Source: an optimization exercise on an open RTL-to-GDS flow (aim: small area and a short achievable clock period). Production flows keep margins and buffers that such runs may drop.
Only simulation tests tie the RTL to the original design; equivalence was not proved.
No run shown here takes its clock network from TritonCTS; it comes from the design's own scripts or RTL.
The clock input has no modelled driver; a real chip could not lean on it and would need a root buffer or a full tree.

==> flow/design.v, too long to show whole: its modules and the start of the top module <==
// module chk_unit: 3110 lines
// module chk_a21o: 3 lines
// module chk_a222oi: 3 lines
// module chk_inv: 3 lines
// module chk_nand2: 3 lines
// module chk_nand3: 3 lines
// module chk_nor2: 3 lines
// module chk_oai21: 3 lines
// module chk_oai22: 3 lines
// module chk_xnor2: 3 lines
// module chk_xor2: 3 lines
module chk_unit (
    input  wire        clk,
    input  wire        rst,
    input  wire        in_valid,
    input  wire        in_first,
    input  wire        in_last,
    input  wire [2:0]  in_code,
    input  wire [63:0] in_data,
    input  wire [3:0]  in_nbytes,
    input  wire [2:0]  in_tail,
    output wire        out_valid,
    output wire [31:0] out_value
);
  // ...
==> flow/flow/run.sh <==
#!/bin/bash
# Standard synthesis and placement (port buffers of buf_1 cells), then
# flow/cts.tcl: a one-level clock tree, buf_2 output port buffers and
# dfxtp_2 for the flip-flops behind them; then the standard routing and finish.
set -euo pipefail
export BUFFER_PORTS_ARGS="-buffer_cell sky130_fd_sc_hd__buf_1"
bash standard.sh synth > synth.log 2>&1
bash standard.sh place > place.log 2>&1
RES=$PWD/orfs/results/sky130hd/chk_unit/base
RES=$RES CTS_CELL=sky130_fd_sc_hd__clkbuf_16 CTS_NBUF=4 OUT_BUF_CELL=sky130_fd_sc_hd__buf_2 OUT_FF_CELL=sky130_fd_sc_hd__dfxtp_2 openroad -no_init -exit flow/cts.tcl > cts.log 2>&1
cp $RES/4_1_cts.odb $RES/4_cts.odb
bash standard.sh > layout.log 2>&1
==> flow/flow/cts.tcl <==
# Clock tree: the clock port drives a few clkbuf_16, each driving one cluster
# of flip-flops (k-means on their placed positions); then legalize.
set res $::env(RES)
set plat $::env(FLOW_HOME)/platforms/sky130hd
read_lef $plat/lef/sky130_fd_sc_hd.tlef
read_lef $plat/lef/sky130_fd_sc_hd_merged.lef
read_liberty $plat/lib/sky130_fd_sc_hd__tt_025C_1v80.lib
read_db $res/3_place.odb
read_sdc $res/3_place.sdc
source $plat/setRC.tcl
set nclu $::env(CTS_NBUF)
set block [ord::get_db_block]
set db [ord::get_db]
set clk [$block findNet clk]
set sinks {}
foreach it [$clk getITerms] { lappend sinks $it }
set n [llength $sinks]
puts "clock sinks: $n, clusters: $nclu"
# positions
set xs {}; set ys {}
foreach it $sinks {
  set b [[$it getInst] getBBox]
  lappend xs [expr {([$b xMin]+[$b xMax])/2.0}]
  lappend ys [expr {([$b yMin]+[$b yMax])/2.0}]
}
# k-means, seeded along the x-sorted order
set order [lsort -real -indices $xs]
set cx {}; set cy {}
for {set k 0} {$k < $nclu} {incr k} {
  set i [lindex $order [expr {int(($k+0.5)*$n/$nclu)}]]
  lappend cx [lindex $xs $i]; lappend cy [lindex $ys $i]
}
set cap [expr {int(ceil(double($n)/$nclu))+2}]
for {set iter 0} {$iter < 50} {incr iter} {
  # balanced assignment: greedy by distance with a size cap
  set pairs {}
  for {set i 0} {$i < $n} {incr i} {
    for {set k 0} {$k < $nclu} {incr k} {
      set d [expr {abs([lindex $xs $i]-[lindex $cx $k]) + abs([lindex $ys $i]-[lindex $cy $k])}]
      lappend pairs [list $d $i $k]
    }
  }
  set pairs [lsort -real -index 0 $pairs]
  set asg [lrepeat $n -1]; set cnt [lrepeat $nclu 0]
  foreach p $pairs {
    lassign $p d i k
    if {[lindex $asg $i] >= 0} continue
    if {[lindex $cnt $k] >= $cap} continue
    lset asg $i $k; lset cnt $k [expr {[lindex $cnt $k]+1}]
  }
  set sx [lrepeat $nclu 0.0]; set sy [lrepeat $nclu 0.0]
  for {set i 0} {$i < $n} {incr i} {
    set k [lindex $asg $i]
    lset sx $k [expr {[lindex $sx $k]+[lindex $xs $i]}]
    lset sy $k [expr {[lindex $sy $k]+[lindex $ys $i]}]
  }
  for {set k 0} {$k < $nclu} {incr k} {
    if {[lindex $cnt $k] > 0} {
      lset cx $k [expr {[lindex $sx $k]/[lindex $cnt $k]}]
      lset cy $k [expr {[lindex $sy $k]/[lindex $cnt $k]}]
    }
  }
}
puts "cluster sizes: $cnt"
set master [$db findMaster $::env(CTS_CELL)]
set w [$master getWidth]; set h [$master getHeight]
for {set k 0} {$k < $nclu} {incr k} {
  set inst [odb::dbInst_create $block $master "cts_buf_$k"]
  $inst setLocation [expr {int([lindex $cx $k] - $w/2)}] [expr {int([lindex $cy $k] - $h/2)}]
  $inst setPlacementStatus PLACED
  set net [odb::dbNet_create $block "clknet_$k"]
  $net setSigType CLOCK
  [$inst findITerm A] connect $clk
  [$inst findITerm X] connect $net
  for {set i 0} {$i < $n} {incr i} {
    if {[lindex $asg $i] == $k} {
      set it [lindex $sinks $i]
      $it disconnect
      $it connect $net
    }
  }
}
# optional: other cells for the output port buffers and for the flip-flops
# that drive them
foreach port [get_ports out_*] {
  set net [$block findNet [get_full_name $port]]
  foreach it [$net getITerms] {
    if {![$it isOutputSignal]} continue
    set buf [$it getInst]
    if {[info exists ::env(OUT_BUF_CELL)] && $::env(OUT_BUF_CELL) ne ""} {
      replace_cell [$buf getName] $::env(OUT_BUF_CELL)
    }
    set in [[$buf findITerm A] getNet]
    foreach it2 [$in getITerms] {
      if {![$it2 isOutputSignal]} continue
      set drv [$it2 getInst]
      if {[info exists ::env(OUT_FF_CELL)] && $::env(OUT_FF_CELL) ne ""
          && [string match "sky130_fd_sc_hd__dfxtp_*" [[$drv getMaster] getName]]} {
        replace_cell [$drv getName] $::env(OUT_FF_CELL)
      }
    }
  }
}
detailed_placement
check_placement -verbose
set_propagated_clock [all_clocks]
estimate_parasitics -placement
report_clock_skew
report_checks -path_delay max -digits 3
write_db $res/4_1_cts.odb
write_sdc $res/4_cts.sdc
==> flow/standard.sh <==
#!/bin/bash
# synth_recipe.tcl (not shown) runs the flow's synth.tcl, then flattens the netlist and writes it again
# the make line also repeats each setting of config.mk as NAME=value (left out here)
make -C /OpenROAD-flow-scripts/flow DESIGN_CONFIG=/design/flow/config.mk WORK_HOME=/design/flow/orfs CLKGATE_MAP_FILE= SYNTH_SCRIPT=/design/flow/synth_recipe.tcl "${@:-finish}"
==> flow/config.mk <==
export PLATFORM = sky130hd
export DESIGN_NAME = chk_unit
export DESIGN_NICKNAME = chk_unit
export VERILOG_FILES = /design/flow/design.v
export SDC_FILE = /design/flow/constraint.sdc
export NUM_CORES = 8
export LEC_CHECK = 0
export CAP_MARGIN = 20
export CORE_MARGIN = 4
export CORE_UTILIZATION = 60
export GPL_TIMING_DRIVEN = 0
export SLEW_MARGIN = 20
export SYNTH_HIERARCHICAL = 1
==> flow/constraint.sdc <==
create_clock -name core_clock -period 40.0 [get_ports {clk}]
set_input_delay 8.0000 -clock core_clock [delete_from_list [all_inputs] [get_ports {clk}]]
set_output_delay 8.0000 -clock core_clock [all_outputs]
set_load 0.01 [all_outputs]
==> results.sh, run 1 <==
export IMPL_critical_path_top_delay_family="XOR/XNOR gates"
export IMPL_crit_end="s_q[7]$_DFF_P_"
export IMPL_critPathSlowestCell="xor2_1"
export IMPL_cp_data_arrival_time_ns=8.94
export IMPL_synth_fa_ha_area_share_pct=0.355
export IMPL_path_clk_slew_ns=0.12
export IMPL_ys_flop_type="dfxtp_1"
export IMPL_fp_coreArea_um2=22800
export IMPL_finalCritPeriodShare_pct=22.2
export IMPL_synth_top_cell_by_area="xor2_1"
export IMPL_outcome="complete, no violations"
export IMPL_avgRoutedWirePerCell_um=28.0
export IMPL_skew_ns=0.0339
export IMPL_synth_top_family_by_area="XOR/XNOR gates"
export IMPL_gr_usage_all_layers_pct=44.1
export IMPL_rsz0062_at_grt="no"
export IMPL_routed_wirelength_mm=61.0
export IMPL_multiInputGateArea_um2=11400
export IMPL_synth_warnings=7
export IMPL_gp_congestion=1.18
export IMPL_regArea_um2=2630
export IMPL_cp_required_ns=40.07
export IMPL_dp_worst_setup_slack_ns=31.16
export IMPL_final_nets=1948
export IMPL_wl_met1_mm=22.3
export IMPL_min_delay_path_depth=1
export IMPL_critPathLaunchType="flip-flop"
export IMPL_port_buffer_count=110
export IMPL_min_path_type="reg2reg"
export IMPL_antenna_left=0
export IMPL_path_max_fanout=7
export IMPL_slew_headroom_pct=13.1
export IMPL_final_area_um2=15600
export IMPL_worstRegToRegCells=25
export IMPL_slew_viol_final=0
export IMPL_worst_path_most_repeated_cell="xor2_1"
==> run 2, diff against run 1 <==
--- a/flow/design.v
+++ b/flow/design.v
@@ -54,16 +54,14 @@
     wire nl   = nl_r;
     wire last = last_r;
-    wire [2:0] mb = last_r ? (3'd0 - nbm_r) : 3'd0;
-    wire [2:0] mt = 3'd0 - tm_r;
     wire [3:0] g1, g1n, g2n;
     wire [7:0] hn;
     genvar gb;
     generate for (gb = 0; gb < 4; gb = gb + 1) begin : g_mask
-        assign g1[gb]  = mb[2] & ({1'b0, mb[1:0]} + gb >= 3'd4);
+        assign g1[gb]  = last_r & (nbm_r != 3'd0) & (nbm_r <= gb);
         assign g1n[gb] = ~g1[gb];
-        assign g2n[gb] = ~(mb[2] & ({1'b0, mb[1:0]} + gb == 3'd3));
+        assign g2n[gb] = ~(last_r & (nbm_r == gb + 1));
     end endgenerate
     generate for (gb = 0; gb < 8; gb = gb + 1) begin : g_hn
-        assign hn[gb] = ~({1'b0, mt} + gb >= 4'd8);
+        assign hn[gb] = (tm_r == 3'd0) | (tm_r > gb);
     end endgenerate
     wire c0  = (code_q == 3'd0);
@@ -1815,9 +1813,9 @@
     chk_xor2 u_n865 (.a(n863), .b(n864), .y(n865));
     wire n866;
-    chk_xor2 u_n866 (.a(n192), .b(n728), .y(n866));
+    chk_xor2 u_n866 (.a(n192), .b(n620), .y(n866));
     wire n867;
-    chk_xor2 u_n867 (.a(n620), .b(n672), .y(n867));
+    chk_xor2 u_n867 (.a(n728), .b(n672), .y(n867));
     wire n868;
-    chk_xor2 u_n868 (.a(n625), .b(n844), .y(n868));
+    chk_xor2 u_n868 (.a(n844), .b(n625), .y(n868));
     wire n869;
     chk_xor2 u_n869 (.a(n866), .b(n853), .y(n869));
@@ -1837,7 +1835,7 @@
     chk_xor2 u_n876 (.a(n874), .b(n725), .y(n876));
     wire n877;
-    chk_xor2 u_n877 (.a(n875), .b(n774), .y(n877));
+    chk_xor2 u_n877 (.a(n875), .b(n655), .y(n877));
     wire n878;
-    chk_xor2 u_n878 (.a(n655), .b(n876), .y(n878));
+    chk_xor2 u_n878 (.a(n774), .b(n876), .y(n878));
     wire n879;
     chk_xor2 u_n879 (.a(n757), .b(n819), .y(n879));
@@ -1859,7 +1857,7 @@
     chk_xor2 u_n887 (.a(n885), .b(n886), .y(n887));
     wire n888;
-    chk_xor2 u_n888 (.a(n629), .b(n723), .y(n888));
+    chk_xor2 u_n888 (.a(n629), .b(n633), .y(n888));
     wire n889;
-    chk_xor2 u_n889 (.a(n633), .b(n847), .y(n889));
+    chk_xor2 u_n889 (.a(n847), .b(n723), .y(n889));
     wire n890;
     chk_xor2 u_n890 (.a(n829), .b(n888), .y(n890));
@@ -1875,7 +1873,7 @@
     chk_xor2 u_n895 (.a(n894), .b(n739), .y(n895));
     wire n896;
-    chk_xor2 u_n896 (.a(n834), .b(n858), .y(n896));
+    chk_xor2 u_n896 (.a(n712), .b(n834), .y(n896));
     wire n897;
-    chk_xor2 u_n897 (.a(n712), .b(n772), .y(n897));
+    chk_xor2 u_n897 (.a(n858), .b(n772), .y(n897));
     wire n898;
     chk_xor2 u_n898 (.a(n895), .b(n896), .y(n898));
@@ -1891,7 +1889,7 @@
     chk_xor2 u_n903 (.a(n858), .b(n902), .y(n903));
     wire n904;
-    chk_xor2 u_n904 (.a(n851), .b(n758), .y(n904));
+    chk_xor2 u_n904 (.a(n758), .b(n683), .y(n904));
     wire n905;
-    chk_xor2 u_n905 (.a(n683), .b(n903), .y(n905));
+    chk_xor2 u_n905 (.a(n851), .b(n903), .y(n905));
     wire n906;
     chk_xor2 u_n906 (.a(n904), .b(n905), .y(n906));
@@ -1899,5 +1897,5 @@
     chk_xor2 u_n907 (.a(n228), .b(n426), .y(n907));
     wire n908;
-    chk_xor2 u_n908 (.a(n684), .b(n743), .y(n908));
+    chk_xor2 u_n908 (.a(n743), .b(n684), .y(n908));
     wire n909;
     chk_xor2 u_n909 (.a(n626), .b(n907), .y(n909));
@@ -1905,7 +1903,7 @@
     chk_xor2 u_n910 (.a(n639), .b(n908), .y(n910));
     wire n911;
-    chk_xor2 u_n911 (.a(n909), .b(n739), .y(n911));
+    chk_xor2 u_n911 (.a(n909), .b(n673), .y(n911));
     wire n912;
-    chk_xor2 u_n912 (.a(n673), .b(n721), .y(n912));
+    chk_xor2 u_n912 (.a(n739), .b(n721), .y(n912));
     wire n913;
     chk_xor2 u_n913 (.a(n910), .b(n911), .y(n913));
@@ -1915,11 +1913,11 @@
     chk_xor2 u_n915 (.a(n913), .b(n914), .y(n915));
     wire n916;
-    chk_xor2 u_n916 (.a(n813), .b(n709), .y(n916));
+    chk_xor2 u_n916 (.a(n813), .b(n669), .y(n916));
     wire n917;
     chk_xor2 u_n917 (.a(n663), .b(n639), .y(n917));
     wire n918;
-    chk_xor2 u_n918 (.a(n676), .b(n794), .y(n918));
+    chk_xor2 u_n918 (.a(n676), .b(n818), .y(n918));
     wire n919;
-    chk_xor2 u_n919 (.a(n669), .b(n818), .y(n919));
+    chk_xor2 u_n919 (.a(n794), .b(n709), .y(n919));
     wire n920;
     chk_xor2 u_n920 (.a(n689), .b(n916), .y(n920));
@@ -1933,7 +1931,7 @@
     chk_xor2 u_n924 (.a(n658), .b(n703), .y(n924));
     wire n925;
-    chk_xor2 u_n925 (.a(n783), .b(n748), .y(n925));
+    chk_xor2 u_n925 (.a(n783), .b(n831), .y(n925));
     wire n926;
-    chk_xor2 u_n926 (.a(n831), .b(n924), .y(n926));
+    chk_xor2 u_n926 (.a(n748), .b(n924), .y(n926));
     wire n927;
     chk_xor2 u_n927 (.a(n753), .b(n925), .y(n927));
@@ -1947,9 +1945,9 @@
     chk_xor2 u_n931 (.a(n318), .b(n414), .y(n931));
     wire n932;
-    chk_xor2 u_n932 (.a(n931), .b(n788), .y(n932));
+    chk_xor2 u_n932 (.a(n931), .b(n680), .y(n932));
     wire n933;
-    chk_xor2 u_n933 (.a(n736), .b(n714), .y(n933));
+    chk_xor2 u_n933 (.a(n788), .b(n714), .y(n933));
     wire n934;
-    chk_xor2 u_n934 (.a(n680), .b(n756), .y(n934));
+    chk_xor2 u_n934 (.a(n736), .b(n756), .y(n934));
     wire n935;
     chk_xor2 u_n935 (.a(n932), .b(n933), .y(n935));
@@ -1965,7 +1963,7 @@
     chk_xor2 u_n940 (.a(n938), .b(n760), .y(n940));
     wire n941;
-    chk_xor2 u_n941 (.a(n939), .b(n848), .y(n941));
+    chk_xor2 u_n941 (.a(n939), .b(n739), .y(n941));
     wire n942;
-    chk_xor2 u_n942 (.a(n739), .b(n729), .y(n942));
+    chk_xor2 u_n942 (.a(n848), .b(n729), .y(n942));
     wire n943;
     chk_xor2 u_n943 (.a(n940), .b(n941), .y(n943));
@@ -1983,7 +1981,7 @@
     chk_xor2 u_n949 (.a(n946), .b(n947), .y(n949));
     wire n950;
-    chk_xor2 u_n950 (.a(n647), .b(n738), .y(n950));
+    chk_xor2 u_n950 (.a(n777), .b(n647), .y(n950));
     wire n951;
-    chk_xor2 u_n951 (.a(n777), .b(n948), .y(n951));
+    chk_xor2 u_n951 (.a(n738), .b(n948), .y(n951));
     wire n952;
     chk_xor2 u_n952 (.a(n949), .b(n821), .y(n952));
@@ -2007,15 +2005,15 @@
     chk_xor2 u_n961 (.a(n306), .b(n432), .y(n961));
     wire n962;
-    chk_xor2 u_n962 (.a(n558), .b(n741), .y(n962));
+    chk_xor2 u_n962 (.a(n558), .b(n622), .y(n962));
     wire n963;
-    chk_xor2 u_n963 (.a(n617), .b(n622), .y(n963));
+    chk_xor2 u_n963 (.a(n617), .b(n741), .y(n963));
     wire n964;
-    chk_xor2 u_n964 (.a(n961), .b(n677), .y(n964));
+    chk_xor2 u_n964 (.a(n961), .b(n695), .y(n964));
     wire n965;
-    chk_xor2 u_n965 (.a(n695), .b(n962), .y(n965));
+    chk_xor2 u_n965 (.a(n677), .b(n962), .y(n965));
     wire n966;
-    chk_xor2 u_n966 (.a(n963), .b(n737), .y(n966));
+    chk_xor2 u_n966 (.a(n963), .b(n796), .y(n966));
     wire n967;
-    chk_xor2 u_n967 (.a(n796), .b(n964), .y(n967));
+    chk_xor2 u_n967 (.a(n737), .b(n964), .y(n967));
     wire n968;
     chk_xor2 u_n968 (.a(n965), .b(n801), .y(n968));
@@ -2029,7 +2027,7 @@
     chk_xor2 u_n972 (.a(n833), .b(n971), .y(n972));
     wire n973;
-    chk_xor2 u_n973 (.a(n972), .b(n759), .y(n973));
+    chk_xor2 u_n973 (.a(n972), .b(n793), .y(n973));
     wire n974;
-    chk_xor2 u_n974 (.a(n793), .b(n718), .y(n974));
+    chk_xor2 u_n974 (.a(n759), .b(n718), .y(n974));
     wire n975;
     chk_xor2 u_n975 (.a(n973), .b(n974), .y(n975));
@@ -2039,7 +2037,7 @@
     chk_xor2 u_n977 (.a(n976), .b(n681), .y(n977));
     wire n978;
-    chk_xor2 u_n978 (.a(n713), .b(n790), .y(n978));
+    chk_xor2 u_n978 (.a(n713), .b(n851), .y(n978));
     wire n979;
-    chk_xor2 u_n979 (.a(n851), .b(n977), .y(n979));
+    chk_xor2 u_n979 (.a(n790), .b(n977), .y(n979));
     wire n980;
     chk_xnor2 u_n980 (.a(n978), .b(n979), .y(n980));
@@ -2057,11 +2055,11 @@
     chk_xnor2 u_n986 (.a(n984), .b(n985), .y(n986));
     wire n987;
-    chk_xor2 u_n987 (.a(n841), .b(n678), .y(n987));
+    chk_xor2 u_n987 (.a(n678), .b(n841), .y(n987));
     wire n988;
-    chk_xor2 u_n988 (.a(n842), .b(n746), .y(n988));
+    chk_xor2 u_n988 (.a(n746), .b(n842), .y(n988));
     wire n989;
-    chk_xor2 u_n989 (.a(n642), .b(n855), .y(n989));
+    chk_xor2 u_n989 (.a(n639), .b(n642), .y(n989));
     wire n990;
-    chk_xor2 u_n990 (.a(n639), .b(n987), .y(n990));
+    chk_xor2 u_n990 (.a(n855), .b(n987), .y(n990));
     wire n991;
     chk_xor2 u_n991 (.a(n680), .b(n988), .y(n991));
@@ -2107,5 +2105,5 @@
     chk_xor2 u_n1011 (.a(n658), .b(n745), .y(n1011));
     wire n1012;
-    chk_xor2 u_n1012 (.a(n621), .b(n749), .y(n1012));
+    chk_xor2 u_n1012 (.a(n749), .b(n621), .y(n1012));
     wire n1013;
     chk_xor2 u_n1013 (.a(n668), .b(n642), .y(n1013));
@@ -2113,5 +2111,5 @@
     chk_xor2 u_n1014 (.a(n1011), .b(n1012), .y(n1014));
     wire n1015;
-    chk_xor2 u_n1015 (.a(n795), .b(n778), .y(n1015));
+    chk_xor2 u_n1015 (.a(n778), .b(n795), .y(n1015));
     wire n1016;
     chk_xor2 u_n1016 (.a(n1013), .b(n1014), .y(n1016));
@@ -2125,7 +2123,7 @@
     chk_xor2 u_n1020 (.a(n1018), .b(n643), .y(n1020));
     wire n1021;
-    chk_xor2 u_n1021 (.a(n1019), .b(n713), .y(n1021));
+    chk_xor2 u_n1021 (.a(n1019), .b(n701), .y(n1021));
     wire n1022;
-    chk_xor2 u_n1022 (.a(n753), .b(n701), .y(n1022));
+    chk_xor2 u_n1022 (.a(n753), .b(n713), .y(n1022));
     wire n1023;
     chk_xor2 u_n1023 (.a(n1020), .b(n758), .y(n1023));
@@ -2135,9 +2133,9 @@
     chk_xnor2 u_n1025 (.a(n1023), .b(n1024), .y(n1025));
     wire n1026;
-    chk_xor2 u_n1026 (.a(n396), .b(n645), .y(n1026));
+    chk_xor2 u_n1026 (.a(n396), .b(n670), .y(n1026));
     wire n1027;
-    chk_xor2 u_n1027 (.a(n768), .b(n670), .y(n1027));
+    chk_xor2 u_n1027 (.a(n768), .b(n855), .y(n1027));
     wire n1028;
-    chk_xor2 u_n1028 (.a(n659), .b(n855), .y(n1028));
+    chk_xor2 u_n1028 (.a(n659), .b(n645), .y(n1028));
     wire n1029;
     chk_xor2 u_n1029 (.a(n770), .b(n1026), .y(n1029));
@@ -2153,7 +2151,7 @@
     chk_xor2 u_n1034 (.a(n558), .b(n775), .y(n1034));
     wire n1035;
-    chk_xor2 u_n1035 (.a(n1033), .b(n727), .y(n1035));
+    chk_xor2 u_n1035 (.a(n1033), .b(n639), .y(n1035));
     wire n1036;
-    chk_xor2 u_n1036 (.a(n639), .b(n1034), .y(n1036));
+    chk_xor2 u_n1036 (.a(n727), .b(n1034), .y(n1036));
     wire n1037;
     chk_xor2 u_n1037 (.a(n848), .b(n1035), .y(n1037));
@@ -2183,11 +2181,11 @@
     chk_xor2 u_n1049 (.a(n210), .b(n570), .y(n1049));
     wire n1050;
-    chk_xor2 u_n1050 (.a(n623), .b(n627), .y(n1050));
+    chk_xor2 u_n1050 (.a(n623), .b(n602), .y(n1050));
     wire n1051;
-    chk_xor2 u_n1051 (.a(n698), .b(n602), .y(n1051));
+    chk_xor2 u_n1051 (.a(n813), .b(n627), .y(n1051));
     wire n1052;
-    chk_xor2 u_n1052 (.a(n813), .b(n1049), .y(n1052));
+    chk_xor2 u_n1052 (.a(n698), .b(n1049), .y(n1052));
     wire n1053;
-    chk_xor2 u_n1053 (.a(n766), .b(n826), .y(n1053));
+    chk_xor2 u_n1053 (.a(n826), .b(n766), .y(n1053));
     wire n1054;
     chk_xor2 u_n1054 (.a(n1050), .b(n1051), .y(n1054));
@@ -2205,7 +2203,7 @@
     chk_xor2 u_n1060 (.a(n420), .b(n692), .y(n1060));
     wire n1061;
-    chk_xor2 u_n1061 (.a(n1059), .b(n650), .y(n1061));
+    chk_xor2 u_n1061 (.a(n1059), .b(n642), .y(n1061));
     wire n1062;
-    chk_xor2 u_n1062 (.a(n642), .b(n1060), .y(n1062));
+    chk_xor2 u_n1062 (.a(n650), .b(n1060), .y(n1062));
     wire n1063;
     chk_xor2 u_n1063 (.a(n706), .b(n846), .y(n1063));
@@ -2219,7 +2217,7 @@
     chk_xor2 u_n1067 (.a(n216), .b(n414), .y(n1067));
     wire n1068;
-    chk_xor2 u_n1068 (.a(n534), .b(n684), .y(n1068));
+    chk_xor2 u_n1068 (.a(n534), .b(n628), .y(n1068));
     wire n1069;
-    chk_xor2 u_n1069 (.a(n628), .b(n1067), .y(n1069));
+    chk_xor2 u_n1069 (.a(n684), .b(n1067), .y(n1069));
     wire n1070;
     chk_xor2 u_n1070 (.a(n854), .b(n1068), .y(n1070));
@@ -2235,19 +2233,19 @@
     chk_xor2 u_n1075 (.a(n192), .b(n534), .y(n1075));
     wire n1076;
-    chk_xor2 u_n1076 (.a(n648), .b(n602), .y(n1076));
+    chk_xor2 u_n1076 (.a(n602), .b(n648), .y(n1076));
     wire n1077;
     chk_xor2 u_n1077 (.a(n1075), .b(n1076), .y(n1077));
     wire n1078;
-    chk_xor2 u_n1078 (.a(n795), .b(n665), .y(n1078));
+    chk_xor2 u_n1078 (.a(n665), .b(n795), .y(n1078));
     wire n1079;
-    chk_xor2 u_n1079 (.a(n1077), .b(n840), .y(n1079));
+    chk_xor2 u_n1079 (.a(n1077), .b(n812), .y(n1079));
     wire n1080;
-    chk_xor2 u_n1080 (.a(n812), .b(n1078), .y(n1080));
+    chk_xor2 u_n1080 (.a(n840), .b(n1078), .y(n1080));
     wire n1081;
     chk_xnor2 u_n1081 (.a(n1079), .b(n1080), .y(n1081));
     wire n1082;
-    chk_xor2 u_n1082 (.a(n426), .b(n747), .y(n1082));
+    chk_xor2 u_n1082 (.a(n426), .b(n808), .y(n1082));
     wire n1083;
-    chk_xor2 u_n1083 (.a(n808), .b(n1082), .y(n1083));
+    chk_xor2 u_n1083 (.a(n747), .b(n1082), .y(n1083));
     wire n1084;
     chk_xor2 u_n1084 (.a(n689), .b(n661), .y(n1084));
@@ -2261,15 +2259,15 @@
     chk_xor2 u_n1088 (.a(n396), .b(n516), .y(n1088));
     wire n1089;
-    chk_xor2 u_n1089 (.a(n711), .b(n743), .y(n1089));
+    chk_xor2 u_n1089 (.a(n743), .b(n711), .y(n1089));
     wire n1090;
     chk_xor2 u_n1090 (.a(n606), .b(n1088), .y(n1090));
     wire n1091;
-    chk_xor2 u_n1091 (.a(n638), .b(n783), .y(n1091));
+    chk_xor2 u_n1091 (.a(n826), .b(n783), .y(n1091));
     wire n1092;
-    chk_xor2 u_n1092 (.a(n826), .b(n1089), .y(n1092));
+    chk_xor2 u_n1092 (.a(n638), .b(n1089), .y(n1092));
     wire n1093;
-    chk_xor2 u_n1093 (.a(n1090), .b(n665), .y(n1093));
+    chk_xor2 u_n1093 (.a(n1090), .b(n710), .y(n1093));
     wire n1094;
-    chk_xor2 u_n1094 (.a(n710), .b(n1091), .y(n1094));
+    chk_xor2 u_n1094 (.a(n665), .b(n1091), .y(n1094));
     wire n1095;
     chk_xor2 u_n1095 (.a(n1092), .b(n1093), .y(n1095));
@@ -2277,11 +2275,11 @@
     chk_xnor2 u_n1096 (.a(n1094), .b(n1095), .y(n1096));
     wire n1097;
-    chk_xor2 u_n1097 (.a(n192), .b(n614), .y(n1097));
+    chk_xor2 u_n1097 (.a(n192), .b(n742), .y(n1097));
     wire n1098;
-    chk_xor2 u_n1098 (.a(n742), .b(n768), .y(n1098));
+    chk_xor2 u_n1098 (.a(n614), .b(n768), .y(n1098));
     wire n1099;
     chk_xor2 u_n1099 (.a(n1097), .b(n1098), .y(n1099));
     wire n1100;
-    chk_xor2 u_n1100 (.a(n801), .b(n843), .y(n1100));
+    chk_xor2 u_n1100 (.a(n843), .b(n801), .y(n1100));
     wire n1101;
     chk_xor2 u_n1101 (.a(n1099), .b(n1100), .y(n1101));
@@ -2303,9 +2301,9 @@
     chk_xnor2 u_n1109 (.a(n1107), .b(n1108), .y(n1109));
     wire n1110;
-    chk_xor2 u_n1110 (.a(n360), .b(n748), .y(n1110));
+    chk_xor2 u_n1110 (.a(n360), .b(n850), .y(n1110));
     wire n1111;
-    chk_xor2 u_n1111 (.a(n677), .b(n636), .y(n1111));
+    chk_xor2 u_n1111 (.a(n748), .b(n677), .y(n1111));
     wire n1112;
-    chk_xor2 u_n1112 (.a(n850), .b(n1110), .y(n1112));
+    chk_xor2 u_n1112 (.a(n636), .b(n1110), .y(n1112));
     wire n1113;
     chk_xor2 u_n1113 (.a(n1111), .b(n771), .y(n1113));
@@ -2329,7 +2327,7 @@
     chk_xor2 u_n1122 (.a(n820), .b(n666), .y(n1122));
     wire n1123;
-    chk_xor2 u_n1123 (.a(n1121), .b(n649), .y(n1123));
+    chk_xor2 u_n1123 (.a(n1121), .b(n702), .y(n1123));
     wire n1124;
-    chk_xor2 u_n1124 (.a(n702), .b(n1122), .y(n1124));
+    chk_xor2 u_n1124 (.a(n649), .b(n1122), .y(n1124));
     wire n1125;
     chk_xor2 u_n1125 (.a(n814), .b(n1123), .y(n1125));
@@ -2339,11 +2337,11 @@
     chk_xnor2 u_n1127 (.a(n1125), .b(n1126), .y(n1127));
     wire n1128;
-    chk_xor2 u_n1128 (.a(n629), .b(n668), .y(n1128));
+    chk_xor2 u_n1128 (.a(n668), .b(n629), .y(n1128));
     wire n1129;
     chk_xor2 u_n1129 (.a(n646), .b(n1128), .y(n1129));
     wire n1130;
-    chk_xor2 u_n1130 (.a(n767), .b(n713), .y(n1130));
+    chk_xor2 u_n1130 (.a(n767), .b(n830), .y(n1130));
     wire n1131;
-    chk_xor2 u_n1131 (.a(n821), .b(n830), .y(n1131));
+    chk_xor2 u_n1131 (.a(n713), .b(n821), .y(n1131));
     wire n1132;
     chk_xor2 u_n1132 (.a(n1129), .b(n843), .y(n1132));
@@ -2353,9 +2351,9 @@
     chk_xor2 u_n1134 (.a(n1132), .b(n1133), .y(n1134));
     wire n1135;
-    chk_xor2 u_n1135 (.a(n645), .b(n852), .y(n1135));
+    chk_xor2 u_n1135 (.a(n852), .b(n651), .y(n1135));
     wire n1136;
-    chk_xor2 u_n1136 (.a(n651), .b(n693), .y(n1136));
+    chk_xor2 u_n1136 (.a(n645), .b(n717), .y(n1136));
     wire n1137;
-    chk_xor2 u_n1137 (.a(n717), .b(n1135), .y(n1137));
+    chk_xor2 u_n1137 (.a(n693), .b(n1135), .y(n1137));
     wire n1138;
     chk_xor2 u_n1138 (.a(n779), .b(n1136), .y(n1138));
@@ -2367,7 +2365,7 @@
     chk_xor2 u_n1141 (.a(n614), .b(n672), .y(n1141));
     wire n1142;
-    chk_xor2 u_n1142 (.a(n763), .b(n638), .y(n1142));
+    chk_xor2 u_n1142 (.a(n638), .b(n763), .y(n1142));
     wire n1143;
-    chk_xor2 u_n1143 (.a(n859), .b(n654), .y(n1143));
+    chk_xor2 u_n1143 (.a(n654), .b(n859), .y(n1143));
     wire n1144;
     chk_xor2 u_n1144 (.a(n846), .b(n1141), .y(n1144));
@@ -2379,7 +2377,7 @@
     chk_xor2 u_n1147 (.a(n1145), .b(n1146), .y(n1147));
     wire n1148;
-    chk_xor2 u_n1148 (.a(n696), .b(n693), .y(n1148));
+    chk_xor2 u_n1148 (.a(n696), .b(n806), .y(n1148));
     wire n1149;
-    chk_xor2 u_n1149 (.a(n806), .b(n722), .y(n1149));
+    chk_xor2 u_n1149 (.a(n722), .b(n693), .y(n1149));
     wire n1150;
     chk_xor2 u_n1150 (.a(n784), .b(n825), .y(n1150));
@@ -2405,11 +2403,11 @@
     chk_xor2 u_n1160 (.a(n462), .b(n623), .y(n1160));
     wire n1161;
-    chk_xor2 u_n1161 (.a(n609), .b(n656), .y(n1161));
+    chk_xor2 u_n1161 (.a(n656), .b(n609), .y(n1161));
     wire n1162;
     chk_xor2 u_n1162 (.a(n849), .b(n1159), .y(n1162));
     wire n1163;
-    chk_xor2 u_n1163 (.a(n650), .b(n651), .y(n1163));
+    chk_xor2 u_n1163 (.a(n651), .b(n702), .y(n1163));
     wire n1164;
-    chk_xor2 u_n1164 (.a(n702), .b(n1160), .y(n1164));
+    chk_xor2 u_n1164 (.a(n650), .b(n1160), .y(n1164));
     wire n1165;
     chk_xor2 u_n1165 (.a(n1161), .b(n1162), .y(n1165));
@@ -2431,9 +2429,9 @@
     chk_xor2 u_n1173 (.a(n1171), .b(n842), .y(n1173));
     wire n1174;
-    chk_xor2 u_n1174 (.a(n748), .b(n818), .y(n1174));
+    chk_xor2 u_n1174 (.a(n818), .b(n748), .y(n1174));
     wire n1175;
-    chk_xor2 u_n1175 (.a(n1172), .b(n687), .y(n1175));
+    chk_xor2 u_n1175 (.a(n1172), .b(n845), .y(n1175));
     wire n1176;
-    chk_xor2 u_n1176 (.a(n845), .b(n1173), .y(n1176));
+    chk_xor2 u_n1176 (.a(n687), .b(n1173), .y(n1176));
     wire n1177;
     chk_xor2 u_n1177 (.a(n1174), .b(n707), .y(n1177));
@@ -2447,9 +2445,9 @@
     chk_xor2 u_n1181 (.a(n438), .b(n570), .y(n1181));
     wire n1182;
-    chk_xor2 u_n1182 (.a(n605), .b(n749), .y(n1182));
+    chk_xor2 u_n1182 (.a(n749), .b(n605), .y(n1182));
     wire n1183;
     chk_xor2 u_n1183 (.a(n1180), .b(n1181), .y(n1183));
     wire n1184;
-    chk_xor2 u_n1184 (.a(n671), .b(n676), .y(n1184));
+    chk_xor2 u_n1184 (.a(n676), .b(n671), .y(n1184));
     wire n1185;
     chk_xor2 u_n1185 (.a(n1182), .b(n1183), .y(n1185));
@@ -2463,7 +2461,7 @@
     chk_xor2 u_n1189 (.a(n282), .b(n697), .y(n1189));
     wire n1190;
-    chk_xor2 u_n1190 (.a(n627), .b(n857), .y(n1190));
+    chk_xor2 u_n1190 (.a(n627), .b(n635), .y(n1190));
     wire n1191;
-    chk_xor2 u_n1191 (.a(n635), .b(n1189), .y(n1191));
+    chk_xor2 u_n1191 (.a(n857), .b(n1189), .y(n1191));
     wire n1192;
     chk_xor2 u_n1192 (.a(n1190), .b(n1191), .y(n1192));
@@ -2479,5 +2477,5 @@
     chk_xor2 u_n1197 (.a(n764), .b(n1196), .y(n1197));
     wire n1198;
-    chk_xor2 u_n1198 (.a(n859), .b(n705), .y(n1198));
+    chk_xor2 u_n1198 (.a(n705), .b(n859), .y(n1198));
     wire n1199;
     chk_xor2 u_n1199 (.a(n1197), .b(n817), .y(n1199));
@@ -2485,5 +2483,5 @@
     chk_xor2 u_n1200 (.a(n1198), .b(n1199), .y(n1200));
     wire n1201;
-    chk_xor2 u_n1201 (.a(n841), .b(n822), .y(n1201));
+    chk_xor2 u_n1201 (.a(n822), .b(n841), .y(n1201));
     wire n1202;
     chk_xor2 u_n1202 (.a(n685), .b(n1201), .y(n1202));
@@ -2501,7 +2499,7 @@
     chk_xor2 u_n1208 (.a(n676), .b(n659), .y(n1208));
     wire n1209;
-    chk_xor2 u_n1209 (.a(n1207), .b(n788), .y(n1209));
+    chk_xor2 u_n1209 (.a(n1207), .b(n724), .y(n1209));
     wire n1210;
-    chk_xor2 u_n1210 (.a(n724), .b(n693), .y(n1210));
+    chk_xor2 u_n1210 (.a(n693), .b(n788), .y(n1210));
     wire n1211;
     chk_xor2 u_n1211 (.a(n721), .b(n1208), .y(n1211));
@@ -2511,5 +2509,5 @@
     chk_xnor2 u_n1213 (.a(n1211), .b(n1212), .y(n1213));
     wire n1214;
-    chk_xor2 u_n1214 (.a(n831), .b(n857), .y(n1214));
+    chk_xor2 u_n1214 (.a(n857), .b(n831), .y(n1214));
     wire n1215;
     chk_xor2 u_n1215 (.a(n655), .b(n829), .y(n1215));
@@ -2525,5 +2523,5 @@
     chk_xor2 u_n1220 (.a(n282), .b(n522), .y(n1220));
     wire n1221;
-    chk_xor2 u_n1221 (.a(n628), .b(n615), .y(n1221));
+    chk_xor2 u_n1221 (.a(n615), .b(n628), .y(n1221));
     wire n1222;
     chk_xor2 u_n1222 (.a(n1220), .b(n691), .y(n1222));
@@ -2533,5 +2531,5 @@
     chk_xor2 u_n1224 (.a(n1222), .b(n1223), .y(n1224));
     wire n1225;
-    chk_xor2 u_n1225 (.a(n740), .b(n828), .y(n1225));
+    chk_xor2 u_n1225 (.a(n828), .b(n740), .y(n1225));
     wire n1226;
     chk_xor2 u_n1226 (.a(n1224), .b(n799), .y(n1226));
@@ -2585,7 +2583,7 @@
     chk_xor2 u_n1250 (.a(n258), .b(n628), .y(n1250));
     wire n1251;
-    chk_xor2 u_n1251 (.a(n677), .b(n634), .y(n1251));
+    chk_xor2 u_n1251 (.a(n639), .b(n677), .y(n1251));
     wire n1252;
-    chk_xor2 u_n1252 (.a(n641), .b(n639), .y(n1252));
+    chk_xor2 u_n1252 (.a(n634), .b(n641), .y(n1252));
     wire n1253;
     chk_xor2 u_n1253 (.a(n766), .b(n1250), .y(n1253));
@@ -2601,11 +2599,11 @@
     chk_xor2 u_n1258 (.a(n288), .b(n408), .y(n1258));
     wire n1259;
-    chk_xor2 u_n1259 (.a(n822), .b(n623), .y(n1259));
+    chk_xor2 u_n1259 (.a(n775), .b(n856), .y(n1259));
     wire n1260;
-    chk_xor2 u_n1260 (.a(n775), .b(n628), .y(n1260));
+    chk_xor2 u_n1260 (.a(n623), .b(n628), .y(n1260));
     wire n1261;
-    chk_xor2 u_n1261 (.a(n856), .b(n1258), .y(n1261));
+    chk_xor2 u_n1261 (.a(n822), .b(n1258), .y(n1261));
     wire n1262;
-    chk_xor2 u_n1262 (.a(n646), .b(n638), .y(n1262));
+    chk_xor2 u_n1262 (.a(n638), .b(n646), .y(n1262));
     wire n1263;
     chk_xor2 u_n1263 (.a(n1259), .b(n1260), .y(n1263));
@@ -2625,9 +2623,9 @@
     chk_xor2 u_n1270 (.a(n1268), .b(n800), .y(n1270));
     wire n1271;
-    chk_xor2 u_n1271 (.a(n1269), .b(n710), .y(n1271));
+    chk_xor2 u_n1271 (.a(n1269), .b(n832), .y(n1271));
     wire n1272;
-    chk_xor2 u_n1272 (.a(n832), .b(n1270), .y(n1272));
+    chk_xor2 u_n1272 (.a(n710), .b(n1270), .y(n1272));
     wire n1273;
-    chk_xor2 u_n1273 (.a(n733), .b(n757), .y(n1273));
+    chk_xor2 u_n1273 (.a(n757), .b(n733), .y(n1273));
     wire n1274;
     chk_xor2 u_n1274 (.a(n1271), .b(n1272), .y(n1274));
@@ -2641,7 +2639,7 @@
     chk_xor2 u_n1278 (.a(n675), .b(n1276), .y(n1278));
     wire n1279;
-    chk_xor2 u_n1279 (.a(n837), .b(n632), .y(n1279));
+    chk_xor2 u_n1279 (.a(n837), .b(n763), .y(n1279));
     wire n1280;
-    chk_xor2 u_n1280 (.a(n763), .b(n1277), .y(n1280));
+    chk_xor2 u_n1280 (.a(n632), .b(n1277), .y(n1280));
     wire n1281;
     chk_xor2 u_n1281 (.a(n1278), .b(n734), .y(n1281));
@@ -2649,5 +2647,5 @@
     chk_xor2 u_n1282 (.a(n1279), .b(n1280), .y(n1282));
     wire n1283;
-    chk_xor2 u_n1283 (.a(n733), .b(n815), .y(n1283));
+    chk_xor2 u_n1283 (.a(n815), .b(n733), .y(n1283));
     wire n1284;
     chk_xor2 u_n1284 (.a(n1281), .b(n1282), .y(n1284));
@@ -2655,9 +2653,9 @@
     chk_xnor2 u_n1285 (.a(n1283), .b(n1284), .y(n1285));
     wire n1286;
-    chk_xor2 u_n1286 (.a(n618), .b(n621), .y(n1286));
+    chk_xor2 u_n1286 (.a(n621), .b(n653), .y(n1286));
     wire n1287;
-    chk_xor2 u_n1287 (.a(n610), .b(n627), .y(n1287));
+    chk_xor2 u_n1287 (.a(n610), .b(n618), .y(n1287));
     wire n1288;
-    chk_xor2 u_n1288 (.a(n653), .b(n1286), .y(n1288));
+    chk_xor2 u_n1288 (.a(n627), .b(n1286), .y(n1288));
     wire n1289;
     chk_xor2 u_n1289 (.a(n1287), .b(n724), .y(n1289));
@@ -2671,15 +2669,15 @@
     chk_xor2 u_n1293 (.a(n1291), .b(n1292), .y(n1293));
     wire n1294;
-    chk_xor2 u_n1294 (.a(n444), .b(n648), .y(n1294));
+    chk_xor2 u_n1294 (.a(n444), .b(n749), .y(n1294));
     wire n1295;
-    chk_xor2 u_n1295 (.a(n749), .b(n730), .y(n1295));
+    chk_xor2 u_n1295 (.a(n730), .b(n648), .y(n1295));
     wire n1296;
-    chk_xor2 u_n1296 (.a(n798), .b(n777), .y(n1296));
+    chk_xor2 u_n1296 (.a(n777), .b(n798), .y(n1296));
     wire n1297;
     chk_xor2 u_n1297 (.a(n1294), .b(n1295), .y(n1297));
     wire n1298;
-    chk_xor2 u_n1298 (.a(n780), .b(n853), .y(n1298));
+    chk_xor2 u_n1298 (.a(n731), .b(n780), .y(n1298));
     wire n1299;
-    chk_xor2 u_n1299 (.a(n657), .b(n731), .y(n1299));
+    chk_xor2 u_n1299 (.a(n853), .b(n657), .y(n1299));
     wire n1300;
     chk_xor2 u_n1300 (.a(n1296), .b(n1297), .y(n1300));
@@ -2691,11 +2689,11 @@
     chk_xor2 u_n1303 (.a(n300), .b(n820), .y(n1303));
     wire n1304;
-    chk_xor2 u_n1304 (.a(n645), .b(n732), .y(n1304));
+    chk_xor2 u_n1304 (.a(n847), .b(n732), .y(n1304));
     wire n1305;
-    chk_xor2 u_n1305 (.a(n847), .b(n1303), .y(n1305));
+    chk_xor2 u_n1305 (.a(n645), .b(n1303), .y(n1305));
     wire n1306;
-    chk_xor2 u_n1306 (.a(n839), .b(n735), .y(n1306));
+    chk_xor2 u_n1306 (.a(n839), .b(n836), .y(n1306));
     wire n1307;
-    chk_xor2 u_n1307 (.a(n836), .b(n1304), .y(n1307));
+    chk_xor2 u_n1307 (.a(n735), .b(n1304), .y(n1307));
     wire n1308;
     chk_xor2 u_n1308 (.a(n1305), .b(n789), .y(n1308));
--- a/flow/flow/run.sh
+++ b/flow/flow/run.sh
@@ -8,5 +8,5 @@
 bash standard.sh place > place.log 2>&1
 RES=$PWD/orfs/results/sky130hd/chk_unit/base
-RES=$RES CTS_CELL=sky130_fd_sc_hd__clkbuf_16 CTS_NBUF=4 OUT_BUF_CELL=sky130_fd_sc_hd__buf_2 OUT_FF_CELL=sky130_fd_sc_hd__dfxtp_2 openroad -no_init -exit flow/cts.tcl > cts.log 2>&1
+RES=$RES CTS_CELL=sky130_fd_sc_hd__clkbuf_8 CTS_NBUF=4 CTS_SUB=2 CTS_SUB_CELL=sky130_fd_sc_hd__clkbuf_16 OUT_BUF_CELL=sky130_fd_sc_hd__buf_2 OUT_FF_CELL=sky130_fd_sc_hd__dfxtp_2 openroad -no_init -exit flow/cts.tcl > cts.log 2>&1
 cp $RES/4_1_cts.odb $RES/4_cts.odb
 bash standard.sh > layout.log 2>&1
==> flow/flow/cts.tcl (replaced) <==
# Clock tree: the clock port drives a few clkbuf_16, each driving one cluster
# of flip-flops (k-means on their placed positions); then legalize.
set res $::env(RES)
set plat $::env(FLOW_HOME)/platforms/sky130hd
read_lef $plat/lef/sky130_fd_sc_hd.tlef
read_lef $plat/lef/sky130_fd_sc_hd_merged.lef
read_liberty $plat/lib/sky130_fd_sc_hd__tt_025C_1v80.lib
read_db $res/3_place.odb
read_sdc $res/3_place.sdc
source $plat/setRC.tcl
set nclu $::env(CTS_NBUF)
set block [ord::get_db_block]
set db [ord::get_db]
set clk [$block findNet clk]
set sinks {}
foreach it [$clk getITerms] { lappend sinks $it }
set n [llength $sinks]
puts "clock sinks: $n, clusters: $nclu"
# balanced k-means on points (xs, ys): returns list of cluster ids
proc kmeans {xs ys nclu} {
  set n [llength $xs]
  set order [lsort -real -indices $xs]
  set cx {}; set cy {}
  for {set k 0} {$k < $nclu} {incr k} {
    set i [lindex $order [expr {int(($k+0.5)*$n/$nclu)}]]
    lappend cx [lindex $xs $i]; lappend cy [lindex $ys $i]
  }
  set cap [expr {int(ceil(double($n)/$nclu))+2}]
  set asg [lrepeat $n 0]
  for {set iter 0} {$iter < 50} {incr iter} {
    set pairs {}
    for {set i 0} {$i < $n} {incr i} {
      for {set k 0} {$k < $nclu} {incr k} {
        set d [expr {abs([lindex $xs $i]-[lindex $cx $k]) + abs([lindex $ys $i]-[lindex $cy $k])}]
        lappend pairs [list $d $i $k]
      }
    }
    set pairs [lsort -real -index 0 $pairs]
    set asg [lrepeat $n -1]; set cnt [lrepeat $nclu 0]
    foreach p $pairs {
      lassign $p d i k
      if {[lindex $asg $i] >= 0} continue
      if {[lindex $cnt $k] >= $cap} continue
      lset asg $i $k; lset cnt $k [expr {[lindex $cnt $k]+1}]
    }
    set sx [lrepeat $nclu 0.0]; set sy [lrepeat $nclu 0.0]
    for {set i 0} {$i < $n} {incr i} {
      set k [lindex $asg $i]
      lset sx $k [expr {[lindex $sx $k]+[lindex $xs $i]}]
      lset sy $k [expr {[lindex $sy $k]+[lindex $ys $i]}]
    }
    for {set k 0} {$k < $nclu} {incr k} {
      if {[lindex $cnt $k] > 0} {
        lset cx $k [expr {[lindex $sx $k]/[lindex $cnt $k]}]
        lset cy $k [expr {[lindex $sy $k]/[lindex $cnt $k]}]
      }
    }
  }
  return [list $asg $cx $cy]
}
set xs {}; set ys {}
foreach it $sinks {
  set b [[$it getInst] getBBox]
  lappend xs [expr {([$b xMin]+[$b xMax])/2.0}]
  lappend ys [expr {([$b yMin]+[$b yMax])/2.0}]
}
lassign [kmeans $xs $ys $nclu] asg cx cy
set master [$db findMaster $::env(CTS_CELL)]
set w [$master getWidth]; set h [$master getHeight]
set nsub [expr {[info exists ::env(CTS_SUB)] ? $::env(CTS_SUB) : 1}]
proc mkbuf {name x y in {mname ""}} {
  global block master w h db
  set m $master
  if {$mname ne ""} { set m [$db findMaster $mname] }
  set w [$m getWidth]; set h [$m getHeight]
  set inst [odb::dbInst_create $block $m $name]
  $inst setLocation [expr {int($x - $w/2)}] [expr {int($y - $h/2)}]
  $inst setPlacementStatus PLACED
  set net [odb::dbNet_create $block "${name}_net"]
  $net setSigType CLOCK
  [$inst findITerm A] connect $in
  [$inst findITerm X] connect $net
  return $net
}
for {set k 0} {$k < $nclu} {incr k} {
  set idx {}
  for {set i 0} {$i < $n} {incr i} { if {[lindex $asg $i] == $k} { lappend idx $i } }
  if {$nsub <= 1} {
    set net [mkbuf "cts_buf_$k" [lindex $cx $k] [lindex $cy $k] $clk]
    foreach i $idx { set it [lindex $sinks $i]; $it disconnect; $it connect $net }
  } else {
    set sx {}; set sy {}
    foreach i $idx { lappend sx [lindex $xs $i]; lappend sy [lindex $ys $i] }
    lassign [kmeans $sx $sy $nsub] sasg scx scy
    # first-level buffer at the middle of its sub-cluster buffers
    set mx 0.0; set my 0.0
    for {set m 0} {$m < $nsub} {incr m} { set mx [expr {$mx+[lindex $scx $m]/$nsub}]; set my [expr {$my+[lindex $scy $m]/$nsub}] }
    set top [mkbuf "cts_buf_$k" $mx $my $clk]
    for {set m 0} {$m < $nsub} {incr m} {
      set net [mkbuf "cts_buf_${k}_$m" [lindex $scx $m] [lindex $scy $m] $top $::env(CTS_SUB_CELL)]
      for {set j 0} {$j < [llength $idx]} {incr j} {
        if {[lindex $sasg $j] == $m} { set it [lindex $sinks [lindex $idx $j]]; $it disconnect; $it connect $net }
      }
    }
  }
}
# optional: other cells for the output port buffers and for the flip-flops
# that drive them
foreach port [get_ports out_*] {
  set net [$block findNet [get_full_name $port]]
  foreach it [$net getITerms] {
    if {![$it isOutputSignal]} continue
    set buf [$it getInst]
    if {[info exists ::env(OUT_BUF_CELL)] && $::env(OUT_BUF_CELL) ne ""} {
      replace_cell [$buf getName] $::env(OUT_BUF_CELL)
    }
    set in [[$buf findITerm A] getNet]
    foreach it2 [$in getITerms] {
      if {![$it2 isOutputSignal]} continue
      set drv [$it2 getInst]
      if {[info exists ::env(OUT_FF_CELL)] && $::env(OUT_FF_CELL) ne ""
          && [string match "sky130_fd_sc_hd__dfxtp_*" [[$drv getMaster] getName]]} {
        replace_cell [$drv getName] $::env(OUT_FF_CELL)
      }
    }
  }
}
detailed_placement
check_placement -verbose
set_propagated_clock [all_clocks]
estimate_parasitics -placement
report_clock_skew
set mx 0
foreach p [all_registers -clock_pins] { set v [get_property $p slew_max]; if {$v > $mx} { set mx $v } }
puts "max clock pin slew (placement estimate): $mx"
report_check_types -max_slew -violators
report_checks -path_delay max -digits 3
write_db $res/4_1_cts.odb
write_sdc $res/4_cts.sdc
==> run 2 against run 1 <==
Net effect:
- fmax is 2.8% lower
- register-to-register slack got worse by 0.26 ns
- critical path depth fell by 2
- die area shrank 0.12%
- via count up 1.6%
- largest cell class unchanged
==> results.sh, run 2 <==
export IMPL_drt_iter0_markers=3674
export IMPL_cp_required_ns=40.13
export IMPL_antenna_left=0
export IMPL_synthTopCellsByArea="xor2_1 (43%), o22ai_1 (17%), dfxtp_1 (17%)"
export IMPL_slew_headroom_pct=9.16
export IMPL_drc=0
export IMPL_numPlacedInstances=2167
export IMPL_final_setup_viol_count=0
export IMPL_dp_worst_setup_slack_ns=31.22
export IMPL_die_x_um=161
export IMPL_skew_ns=0.0162
export IMPL_port_buffer_count=110
export IMPL_final_nets=1950
export IMPL_async_flop_share_pct=0
export IMPL_worstRegToRegCells=23
export IMPL_max_flop_register="d_r"
export IMPL_rsz0062_at_grt="no"
export IMPL_reg2reg_slack_ns=30.87
export IMPL_synthTopCellsByCount="xor2_1 (694), o22ai_1 (393), dfxtp_1 (121), nand2_1 (88), xnor2_1 (82)"
export IMPL_grt_pass1_vias=14119
export IMPL_initial_core_util_pct=61.6
export IMPL_worst_path_most_repeated_cell="o22ai_1"
export IMPL_min_to="ov_q$_DFF_P_"
export IMPL_synth_cells=1717
export IMPL_synth_top_cell_by_area="xor2_1"
export IMPL_syn_avg_cell_area_um2=8.19
export IMPL_min_delay_path_depth=1
export IMPL_cp_data_arrival_time_ns=9.26
export IMPL_drv_cap=0
export IMPL_critPathLaunchType="flip-flop"
export IMPL_dp_hpwl_mm=49.8
export IMPL_synth_top_cell_area_share_pct=43.2
export IMPL_avgRoutedWirePerCell_um=29.1
export IMPL_area_delta_synth_final_pct=11.9
export IMPL_vias_per_cell=7.12
export IMPL_regArea_um2=2630
export IMPL_top_regs="d_r (64), s_q (32), p_r (6)"
export IMPL_antenna_cells=0
export IMPL_min_from="last_r$_DFF_P_"
export IMPL_finalCritPeriodShare_pct=22.8
export IMPL_grt_max_degree=65
export IMPL_synth_cell_type_count=32
export IMPL_max_stage_delay_ns=0.90
export IMPL_placementRows=55
export IMPL_nFillCells=1917
export IMPL_ioPinCount=112
export IMPL_clk_latency_ns=0.28
export IMPL_min_period_ns=9.13
export IMPL_hold_viol_final=0
export IMPL_outcome="complete, no violations"
export IMPL_gr_usage_all_layers_pct=45.6
export IMPL_slew_viol_final=0
export IMPL_holdWs_ns=0.584
export IMPL_gp_congestion=1.14
export IMPL_grt_remaining_overflow=0
export IMPL_fin_util_pct=68.9
export IMPL_multiInputGateArea_um2=11400
export IMPL_finalWorstSetupSlack_ns=30.87
export IMPL_yosysSeqAreaShare_pct=18.3
export IMPL_path_clk_slew_ns=0.07
export IMPL_worst_pin_slew_ns=1.36
export IMPL_max_freq_ghz=0.110
export IMPL_critPathCaptureType="flip-flop"
export IMPL_drt_pass1_iter_count=20
export IMPL_critPathSlowestCell="o22ai_1"
export IMPL_drive_gt1_share_pct=7.82
export IMPL_synth_edff_count=5
export IMPL_largest_reg_flops=64
export IMPL_yosys_register_bits=126
export IMPL_ys_flop_type="dfxtp_1"
export IMPL_finalNonFillerCells=2179
export IMPL_synth_most_common_cell="xor2_1"
export IMPL_synth_warnings=7
export IMPL_tns_ns=0
export IMPL_crit_type="reg2reg"
export IMPL_r2r_end="s_q[0]$_DFF_P_"
export IMPL_min_path_type="reg2reg"
export IMPL_grt_first_pass_wirelength_mm=89.5
export IMPL_fp_coreArea_um2=22800
export IMPL_crit_chain="and2b_4 -> o21ai_0 -> o21ai_1 -> nor2_1 -> xnor2_1 -> o22ai_1 -> o22ai_1 -> o22ai_1 -> o22ai_1 -> o22ai_1 -> o22ai_1 -> xor2_1 -> xor2_1 -> xor2_1 -> xor2_1 -> xor2_1 -> xnor2_1 -> a222oi_1 -> nand2_1 -> xnor2_1 -> inv_1 -> a222oi_1 -> nand3_1"
export IMPL_mostFrequentLayoutCells="xor2_1 (689), o22ai_1 (383), nand2_1 (88), xnor2_1 (82)"
export IMPL_netlist_area_um2=14100
export IMPL_dieHeight_um=161
export IMPL_final_common_cell="xor2_1"
export IMPL_dieArea_um2=26000
export IMPL_rr_startpoint="last_r$_DFF_P_"
export IMPL_antenna_found_initial=0
export IMPL_path_max_fanout=8
export IMPL_routed_wirelength_mm=63.3
export IMPL_route_vias_total=15515
-- run 2: changes by cell type after synthesis, moves of 2 or more --
cell	before	now
nand3b_1	2	4
nand2_1	92	88
a21o_1	33	35
xnor2_1	84	82
-- run 2: logic make-up (layout without fill, tap and decap cells) --
group           Yosys count  in the layout  synth area share, %
flops                   126            126                 18.3
xor+xnor                776            776                 48.3
fa+ha+maj                 3              3                0.267
compound gates          552            552                 25.5
buf+inv                  71            214                 1.90
simple gates            188            188                 5.68
other cells               1              7               0.0267
-- run 2: cell type report --
type	count	area share, %
Inverter	69	1.65
Buffer	14	1.68
Timing Repair Buffer	131	5.06
Sequential cell	126	16.7
Tap cell	313	2.49
Multi-Input combinational cell	1526	72.4
-- run 2: worst max-delay path by stage --
stage / startpoint / endpoint / cells past startpoint
after floorplan: in_nbytes[0] / p_r[4]$_SDFF_PN0_ / 3
after global placement: p_r[3]$_SDFF_PN0_ / s_q[4]$_DFF_P_ / 16
after detailed placement: in_tail[0] / pn_r[2]$_DFF_P_ / 5
after global routing: last_r$_DFF_P_ / s_q[0]$_DFF_P_ / 23
final: last_r$_DFF_P_ / s_q[0]$_DFF_P_ / 23
-- run 2: through the flow --
step | area, um2
after floorplan | 14100
after global placement | 14900
after detailed placement | 15400
after global routing | 15700
final | 15700
-- run 2: metal layers --
layer  vias to the layer above  part of all wire, %  track usage (%)
met1                      7020                   36             59.0
met4                         0                  7.2             21.9
li1                       6577                    -                -
met5                         -                    0                0
met3                       416                   18             20.3
met2                      1502                   39             64.6
-- run 2: modules after synthesis, one instance, submodules excluded, a selection --
module     cell area, um2  times used
chk_a21o             7.51          32
chk_oai22            6.26         393
chk_inv              3.75          32
chk_oai21            5.00          70
chk_nand2            3.75          81
chk_nand3            5.00          13
-- run 2: critical path: cells and delay by family (launching register included) --
| kind | cells | cell delay (ns) |
|---|---|---|
| compound gates | 10 | 3.79 |
| xor+xnor | 8 | 3.86 |
| buf+inv | 1 | 0.11 |
| flops | 1 | 0.48 |
| simple gates | 4 | 0.74 |
==> run 3, diff against run 2 <==
--- a/flow/flow/run.sh
+++ b/flow/flow/run.sh
@@ -1,5 +1,5 @@
 #!/bin/bash
 # Standard synthesis and placement (port buffers of buf_1 cells), then
-# flow/cts.tcl: a one-level clock tree, buf_2 output port buffers and
+# flow/cts.tcl: a two-level clock tree, buf_2 output port buffers and
 # dfxtp_2 for the flip-flops behind them; then the standard routing and finish.
 set -euo pipefail
--- a/flow/config.mk
+++ b/flow/config.mk
@@ -8,5 +8,5 @@
 export CAP_MARGIN = 20
 export CORE_MARGIN = 4
-export CORE_UTILIZATION = 60
+export CORE_UTILIZATION = 45
 export GPL_TIMING_DRIVEN = 0
 export SLEW_MARGIN = 20
==> run 3 against run 2 <==
Net effect:
- cell count up 3.9%
- final area grew 1.4%
- utilization is 17 points lower
- critical endpoint is now s_q[2]$_DFF_P_
- highest routed layer is now met5
==> results.sh, run 3 <==
export IMPL_dieArea_um2=34100
export IMPL_max_flop_register="d_r"
export IMPL_grt_max_degree=65
export IMPL_cp_data_arrival_time_ns=9.41
export IMPL_synthTopCellsByCount="xor2_1 (694), o22ai_1 (393), dfxtp_1 (121), nand2_1 (88), xnor2_1 (82)"
export IMPL_path_max_fanout=6
export IMPL_cp_required_ns=40.17
export IMPL_synth_cells=1717
export IMPL_grt_first_pass_wirelength_mm=93.2
export IMPL_avgRoutedWirePerCell_um=29.7
export IMPL_final_nets=1951
export IMPL_syn_avg_cell_area_um2=8.19
export IMPL_routed_wirelength_mm=67.2
export IMPL_fin_util_pct=51.9
export IMPL_slew_headroom_pct=17.9
export IMPL_synth_most_common_cell="xor2_1"
export IMPL_outcome="complete, no violations"
export IMPL_placementRows=64
export IMPL_finalCritPeriodShare_pct=23.1
export IMPL_initial_core_util_pct=45.7
export IMPL_hold_viol_final=0
export IMPL_critPathLaunchType="flip-flop"
export IMPL_dp_hpwl_mm=54.9
export IMPL_yosysSeqAreaShare_pct=18.3
export IMPL_fp_coreArea_um2=30700
export IMPL_yosys_register_bits=126
export IMPL_synth_cell_type_count=32
export IMPL_clk_latency_ns=0.29
export IMPL_area_delta_synth_final_pct=13.4
export IMPL_min_period_ns=9.24
export IMPL_largest_reg_flops=64
export IMPL_crit_type="reg2reg"
export IMPL_synth_top_cell_area_share_pct=43.2
export IMPL_tns_ns=0
export IMPL_ys_flop_type="dfxtp_1"
export IMPL_synth_warnings=7
export IMPL_vias_per_cell=6.43
export IMPL_die_x_um=185
export IMPL_drt_iter0_markers=2126
export IMPL_max_stage_delay_ns=0.85
export IMPL_worst_pin_slew_ns=1.23
export IMPL_drv_cap=0
export IMPL_synth_edff_count=5
export IMPL_gr_usage_all_layers_pct=37.4
export IMPL_top_regs="d_r (64), s_q (32), p_r (6)"
export IMPL_final_setup_viol_count=0
export IMPL_dieHeight_um=185
export IMPL_antenna_found_initial=3
export IMPL_grt_remaining_overflow=0
export IMPL_worst_path_most_repeated_cell="xor2_1"
export IMPL_ioPinCount=112
export IMPL_rsz0062_at_grt="no"
export IMPL_drc=0
export IMPL_skew_ns=0.0270
export IMPL_route_vias_total=14568
export IMPL_port_buffer_count=110
export IMPL_min_path_type="reg2reg"
export IMPL_slew_viol_final=0
export IMPL_final_common_cell="xor2_1"
export IMPL_synth_top_cell_by_area="xor2_1"
export IMPL_netlist_area_um2=14100
export IMPL_max_freq_ghz=0.108
export IMPL_path_clk_slew_ns=0.07
export IMPL_drt_pass1_iter_count=9
export IMPL_drive_gt1_share_pct=8.36
export IMPL_critical_path_top_delay_family="XOR/XNOR gates"
export IMPL_synthTopCellsByArea="xor2_1 (43%), o22ai_1 (17%), dfxtp_1 (17%)"
export IMPL_gp_congestion=1.10
export IMPL_holdWs_ns=0.638
export IMPL_critPathCaptureType="flip-flop"
export IMPL_grt_pass1_vias=13653
export IMPL_critPathSlowestCell="xor2_1"
export IMPL_cp_buffers_inverters=2
export IMPL_async_flop_share_pct=0
export IMPL_antenna_left=0
export IMPL_mostFrequentLayoutCells="xor2_1 (685), o22ai_1 (379), nand2_1 (88), xnor2_1 (82), buf_1 (77)"
==> run 3: per-stage QoR <==
step / cells / setup WS, ns / area (um2)
floorplan: 1723 / 31.45 / 14100
global placement: 2229 / 29.88 / 15000
detailed placement: 2251 / 31.20 / 15600
global route: 2263 / 30.67 / 15900
finish: 2264 / 30.76 / 16000
==> run 3: cell type report <==
type	count	area, um2
Fill cell	3039	14800
Multi-Input combinational cell	1526	11400
Sequential cell	126	2630
Timing Repair Buffer	132	853
Tap cell	396	495
Buffer	14	264
Inverter	69	259
Antenna cell	1	2.50
==> run 3: routing by layer <==
layer / track usage, % / vias to the layer above / share of wire, %
met5: 0 / - / 0.040
met4: 11.9 / 4 / 4.0
met3: 14.8 / 175 / 14
met2: 54.4 / 975 / 41
met1: 50.7 / 6851 / 41
li1: - / 6563 / -
==> run 3: path summary, 6_finish.rpt <==
path                    from               to  slack (ns)  cells past startpoint
max          tm_r[2]$_DFF_P_   s_q[2]$_DFF_P_       30.76                     26
min          s_q[26]$_DFF_P_  s_q[26]$_DFF_P_        0.64                      3
max reg2reg  tm_r[2]$_DFF_P_   s_q[2]$_DFF_P_       30.76                     26
min reg2reg  s_q[26]$_DFF_P_  s_q[26]$_DFF_P_        0.64                      3
==> run 3: kinds of logic (layout without fill, tap and decap cells) <==
group           count (synthesis)  count (layout)  share of synthesized area [%]
fa+ha+maj                       3               3                          0.267
compound gates                552             552                           25.5
buf+inv                        71             215                           1.90
flops                         126             126                           18.3
xor+xnor                      776             776                           48.3
simple gates                  188             188                           5.68
other cells                     1               8                         0.0267
==> run 3: Yosys stat by module, one instance, submodules excluded <==
module / cell area [um2] / flops+latches / cells / copies in the design
chk_nand2: 3.75 / 0 / 1 / 81
chk_a222oi: 10.0 / 0 / 1 / 48
chk_xor2: 8.76 / 0 / 1 / 691
chk_nor2: 3.75 / 0 / 1 / 52
chk_oai22: 6.26 / 0 / 1 / 393
chk_inv: 3.75 / 0 / 1 / 32
chk_nand3: 5.00 / 0 / 1 / 13
chk_oai21: 5.00 / 0 / 1 / 70
chk_a21o: 7.51 / 0 / 1 / 32
chk_unit: 3090 / 126 / 224 / 1
chk_xnor2: 8.76 / 0 / 1 / 81
==> run 3: worst register-to-register path, stage by stage, from the launching register on <==
cell and delay [ns]:
dfxtp_1 0.39, inv_1 0.06, ha_1 0.24, or2_1 0.33
a21o_1 0.28, o21ai_1 0.25, nor2_1 0.09, xnor2_1 0.44
o22ai_1 0.19, o22ai_1 0.28, o22ai_1 0.16, o22ai_1 0.23
o22ai_1 0.26, o22ai_1 0.83, xor2_1 0.86, xor2_1 0.80
xor2_1 0.79, xor2_1 0.25, xor2_1 0.29, xor2_1 0.29
xor2_1 0.15, a222oi_1 0.41, nand2_1 0.21, xnor2_1 0.47
inv_1 0.12, a222oi_1 0.35, nand3_1 0.10

==> static timing again, ports no longer ideal <==
Ports are ideal in the flow. The routed layouts listed here were re-timed in OpenROAD.
Step 1 (the two cells are an assumption about what drives the block):
set clk [get_ports {clk}]
set_driving_cell -lib_cell sky130_fd_sc_hd__clkbuf_16 $clk
set_driving_cell -lib_cell sky130_fd_sc_hd__buf_2 [delete_from_list [all_inputs] $clk]
Step 2 adds t to the input delays and takes it off the output delays; t is the mean of the earliest and latest rising clock arrival at the registers after step 1. Input paths then give back, and output paths get back, about the clock's delay inside the block.
Slacks: ideal / step 1 / step 2; pairs: ideal / step 1.
| run | shift t [ns] | setup WS [ns] | worst setup path at the end | clock arrival spread, ns | pins driven straight from the clock port |
|---|---|---|---|---|---|
| run 1 | 0.262 | 31.130 / 31.130 / 31.130 | register to register | 0.035 / 0.034 | 4 |
| run 2 | 0.360 | 30.872 / 30.872 / 30.872 | register to register | 0.016 / 0.016 | 4 |
| run 3 | 0.370 | 30.756 / 30.756 / 30.756 | register to register | 0.027 / 0.027 | 4 |
After both steps every run listed still meets setup and hold.
